This is an optimization exercise on Yosys and OpenROAD, whose aim is small area, a short achievable clock period and few clock cycles, not a production implementation. The RTL was checked by simulation tests, not by an equivalence proof against the original design. Power and IR drop assume default switching activity.

Setup of job 4688:
Design cvu, start of the top module:
module cvu (
    input  wire        clk,
    input  wire        rst,       
    input  wire        req,
    input  wire        we,
    input  wire [3:0]  addr,      
    input  wire [31:0] wdata,
    output wire        ready,
    output reg         rvalid,
    output reg  [31:0] rdata
);
    localparam A_CFG      = 4'd0;
    localparam A_CTRL     = 4'd1;
    localparam A_POLY_LO  = 4'd2;
    localparam A_POLY_HI  = 4'd3;
    localparam A_INIT_LO  = 4'd4;
    localparam A_INIT_HI  = 4'd5;
    localparam A_VALUE_LO = 4'd6;
    localparam A_VALUE_HI = 4'd7;
    localparam A_RES_LO   = 4'd8;
    localparam A_RES_HI   = 4'd9;
    localparam A_DATA8    = 4'd10;
    localparam A_DATA16   = 4'd11;
    localparam A_DATA32   = 4'd12;
    integer i, j;
    reg  [5:0]  width;            
    reg         refin, refout, finv, mode;
    reg  [63:0] poly, init_v;     
    reg  [63:0] pa;               
    reg  [63:0] va;               
    reg  [5:0]  va_sh;
    reg         canon;            
    reg         va_sh0;           
    reg  [31:0] minv;             
    reg  [1:0]  bc;               
    reg         boot;             
    reg  [31:0] poly_lo_hold, init_lo_hold, value_lo_hold;
    reg         plh_ok, ilh_ok, vlh_ok;
    reg  [31:0] poly_hi_latch, init_hi_latch, value_hi_latch, res_hi_latch;
    reg         phl_ok, ihl_ok, vhl_ok, rhl_ok;
    reg         poly_ok, init_ok;
    reg         s_v;
    reg  [3:0]  s_a;
    reg  [31:0] s_d;              
    reg         s_feed, s_t8, s_t16, s_rd, s_res;
    reg         s_cfg, s_ctrl, s_phi, s_ihi, s_vhi, s_plo, s_ilo, s_vlo;
    reg         ready_r;
    assign ready = ready_r;
    wire acc = req && ready_r;
    wire reflect = !mode && refout;
    wire [5:0] va_want = mode ? 6'd0 : ~width;
    wire need_canon = s_feed || (s_res && reflect);
    wire blocked = need_canon && (!canon || (s_feed && !mode && boot));
    wire exec   = s_v && !blocked;
    wire conv   = s_v && need_canon && !canon;     
    wire conv_r = conv && !va_sh0;                 
    wire conv_l = conv && va_sh0;                  
    wire w_cfg  = exec && s_cfg;
    wire w_ctrl = exec && s_ctrl;
    wire w_phi  = exec && s_phi;
    wire w_ihi  = exec && s_ihi;
    wire w_vhi  = exec && s_vhi;
  ...
clock: 24.0 ns
lec_check: 0
cap_margin: 30
core_margin: 2
core_utilization: 45
place_density: 0.62
slew_margin: 30
standard.sh (not shown) runs the stock make flow with config.mk's settings and CLKGATE_MAP_FILE= SYNTH_SCRIPT=/design/flow/synth_recipe.tcl, a recipe that flattens the netlist after the stock synthesis.
==> flow/flow/run.sh <==
#!/bin/bash
# Standard ORFS layout with two changes to how it is made (constraints are
# unchanged): the port buffers are buf_4 rather than the flow's default pick,
# and the repair_timing after CTS works towards a setup slack of
# SETUP_SLACK_MARGIN instead of 0.  Global and detailed routing then run as
# standard.
set -euo pipefail
PORTS="BUFFER_PORTS_ARGS=-buffer_cell sky130_fd_sc_hd__buf_4"
bash standard.sh "$PORTS" SETUP_SLACK_MARGIN=18 cts > orfs_make_cts.log 2>&1
bash standard.sh "$PORTS" finish > orfs_make_finish.log 2>&1
Testbench counts of job 4688, summed over its fixed seeds: cycles 3,538.
diff inputs: job 4688 => job 8330
- changing CORE_UTILIZATION from 45 to 30
- changing PLACE_DENSITY from 0.62 to 0.5
==> flow/flow/run.sh <==
#!/bin/bash
# Standard ORFS layout with two changes to how it is made (constraints are
# unchanged): the port buffers are buf_4 rather than the flow's default pick,
# and repair_timing after CTS and after global routing works towards a setup
# slack of SETUP_SLACK_MARGIN instead of 0.
set -euo pipefail
bash standard.sh "BUFFER_PORTS_ARGS=-buffer_cell sky130_fd_sc_hd__buf_4" \
    SETUP_SLACK_MARGIN=18 finish > orfs_make.log 2>&1
Notes after the runs:
Job 8330 finished every step from synthesis to the final layout, and the layout passed the timing, design-rule and antenna checks.
On worst slack at placement: between job 8330 and job 4688, it ends up lower for job 8330.
In job 8330 the via count turned out 2074 lower than in job 4688.
Power for job 8330: 410 uW up relative to job 4688
The fraction of the cycle the final worst path needs of job 8330 falls short of that of job 4688 by 2.2 points.
Job 8330 against job 4688: final worst-path setup slack saw an increase; overall die width went up 22%; clock buffer and inverter area fraction after layout saw a decrease; final area picked up an extra 0.0024 mm2; arrival time reported for the critical path endpoint shrank by 0.63 ns.
Compared with job 4688, placement density in the core of job 8330 is lower.
Minimum clock period was lower in the run labelled job 8330.
## Diff of input files: job 2777 against job 8330
- CAP_MARGIN changed from 30 to 20
- SLEW_MARGIN changed from 30 to 20
==> flow/run.sh (new file) <==
#!/bin/bash
# synth_recipe.tcl (not shown) runs the flow's synth.tcl, then flattens the netlist and writes it again
# the make line also repeats each setting of config.mk as NAME=value (left out here)
make -C /OpenROAD-flow-scripts/flow DESIGN_CONFIG=/design/flow/config.mk WORK_HOME=/design/flow/orfs CLKGATE_MAP_FILE= SYNTH_SCRIPT=/design/flow/synth_recipe.tcl finish
removed: flow/flow/run.sh
removed: flow/standard.sh
==> results.txt <==
- Job 8330 | stages: all done | timing, DRC, antenna: all pass
- Job 2777 has completed all stages; timing, DRC and antenna checks passed.
- Run comparison: job 8330 beginning of the critical path width[1]; job 2777 beginning of the critical path s_t8
- Critical path depth is lower on job 8330
- Job 8330 → job 2777: final cell utilization of the core has decreased; global-route usage fell by 1.2 points.

cvu, a different RTL version from the one above (not shown whole).
Size: roughly 8400 cells after synthesis, ~640 flip-flops, about 74 I/O pins.
## cvu
module cvu (
    input  wire        clk,
    input  wire        rst,       
    input  wire        req,
    input  wire        we,
    input  wire [3:0]  addr,      
    input  wire [31:0] wdata,
    output wire        ready,
    output reg         rvalid,
    output reg  [31:0] rdata
);
    localparam A_CFG      = 4'd0;
    localparam A_CTRL     = 4'd1;
    localparam A_POLY_LO  = 4'd2;
    localparam A_POLY_HI  = 4'd3;
    localparam A_INIT_LO  = 4'd4;
    localparam A_INIT_HI  = 4'd5;
    localparam A_VALUE_LO = 4'd6;
    localparam A_VALUE_HI = 4'd7;
    localparam A_RES_LO   = 4'd8;
    localparam A_RES_HI   = 4'd9;
    localparam A_DATA8    = 4'd10;
    localparam A_DATA16   = 4'd11;
    localparam A_DATA32   = 4'd12;
    integer i, j;
    reg  [5:0]  width;            
    reg         refin, refout, finv, mode;
    reg  [63:0] poly, init_v;     
    reg  [63:0] pa;               
    reg  [63:0] va;               
    reg  [5:0]  va_sh;
    reg         canon;            
    reg         va_sh0;           
    reg  [31:0] minv;             
    reg  [1:0]  bc;               
    reg         boot;             
    reg  [31:0] poly_lo_hold, init_lo_hold, value_lo_hold;
    reg         plh_ok, ilh_ok, vlh_ok;
    reg  [31:0] poly_hi_latch, init_hi_latch, value_hi_latch, res_hi_latch;
  ...
==> flow/config.mk <==
export PLATFORM = sky130hd
export DESIGN_NAME = cvu
export DESIGN_NICKNAME = cvu
export VERILOG_FILES = /design/flow/design.v
export SDC_FILE = /design/flow/constraint.sdc
export NUM_CORES = 4
export LEC_CHECK = 0
export CAP_MARGIN = 30
export CORE_MARGIN = 2
export CORE_UTILIZATION = 30
export PLACE_DENSITY = 0.5
export SLEW_MARGIN = 30
==> flow/constraint.sdc <==
create_clock -name core_clock -period 24.0 [get_ports {clk}]
set_input_delay 4.8000 -clock core_clock [delete_from_list [all_inputs] [get_ports {clk}]]
set_output_delay 4.8000 -clock core_clock [all_outputs]
set_load 0.01 [all_outputs]
==> flow/flow/run.sh <==
#!/bin/bash
# Standard ORFS layout with two changes to how it is made (constraints are
# unchanged): the port buffers are buf_4 rather than the flow's default pick,
# and repair_timing after CTS and after global routing works towards a setup
# slack of SETUP_SLACK_MARGIN instead of 0.
set -euo pipefail
bash standard.sh "BUFFER_PORTS_ARGS=-buffer_cell sky130_fd_sc_hd__buf_4" \
    SETUP_SLACK_MARGIN=18.4 finish > orfs_make.log 2>&1
The starting point produced a clean layout.
Testbench counts at the start, summed over its fixed seeds: cycles 3,538.
Edit:
--- a/flow/flow/run.sh
+++ b/flow/flow/run.sh
@@ -8 +8 @@
-    SETUP_SLACK_MARGIN=18.4 finish > orfs_make.log 2>&1
+    SETUP_SLACK_MARGIN=18 finish > orfs_make.log 2>&1
The changed run ran to the end with no violations.
Total power came out lower by a little under a tenth.
Clock-buffer cell count came out higher by 10.
Worst setup slack degrades by 230 ps.
Wire length came out lower slightly.
Die area does not change.
Clock skew came out higher by 5.3 ps.
Worst hold slack improves by 18 ps.
Global-route usage came out lower by 0.28 points.
Flip-flop and latch count is unchanged.
Final cell count came out lower by a few percent.

## separate check: timing with driven ports
The results above use ideal ports. As a check the final layouts listed here were re-extracted and re-timed, cells and wires unchanged.
Step 1 assumes that a clkbuf_16 drives the clock port and a buf_2 every other input.
Step 2 moves the port delays by t, midway between the first and last clock arrival at a register: inputs arrive t later, outputs are due t later. That takes back most of the time a late clock gives input paths.
Three values: ideal ports, drivers, drivers and shift; two values: the first two.
run	t (ns)	slack for setup (ns)	worst setup path at the end
job 4688	0.813	17.259 / 17.259 / 17.169	input to register
job 8330	0.801	17.796 / 17.796 / 17.332	input to register
job 2777	0.848	16.500 / 16.500 / 16.258	input to register
the first run of note 2	0.800	17.937 / 17.863 / 17.127	input to register
the second run of note 2	0.801	17.703 / 17.703 / 17.174	input to register
After both steps every run listed still meets setup and hold. The setup slack of the first run of note 2, which loses most, moves by -0.074 ns with the drivers and by -0.810 ns with both steps.
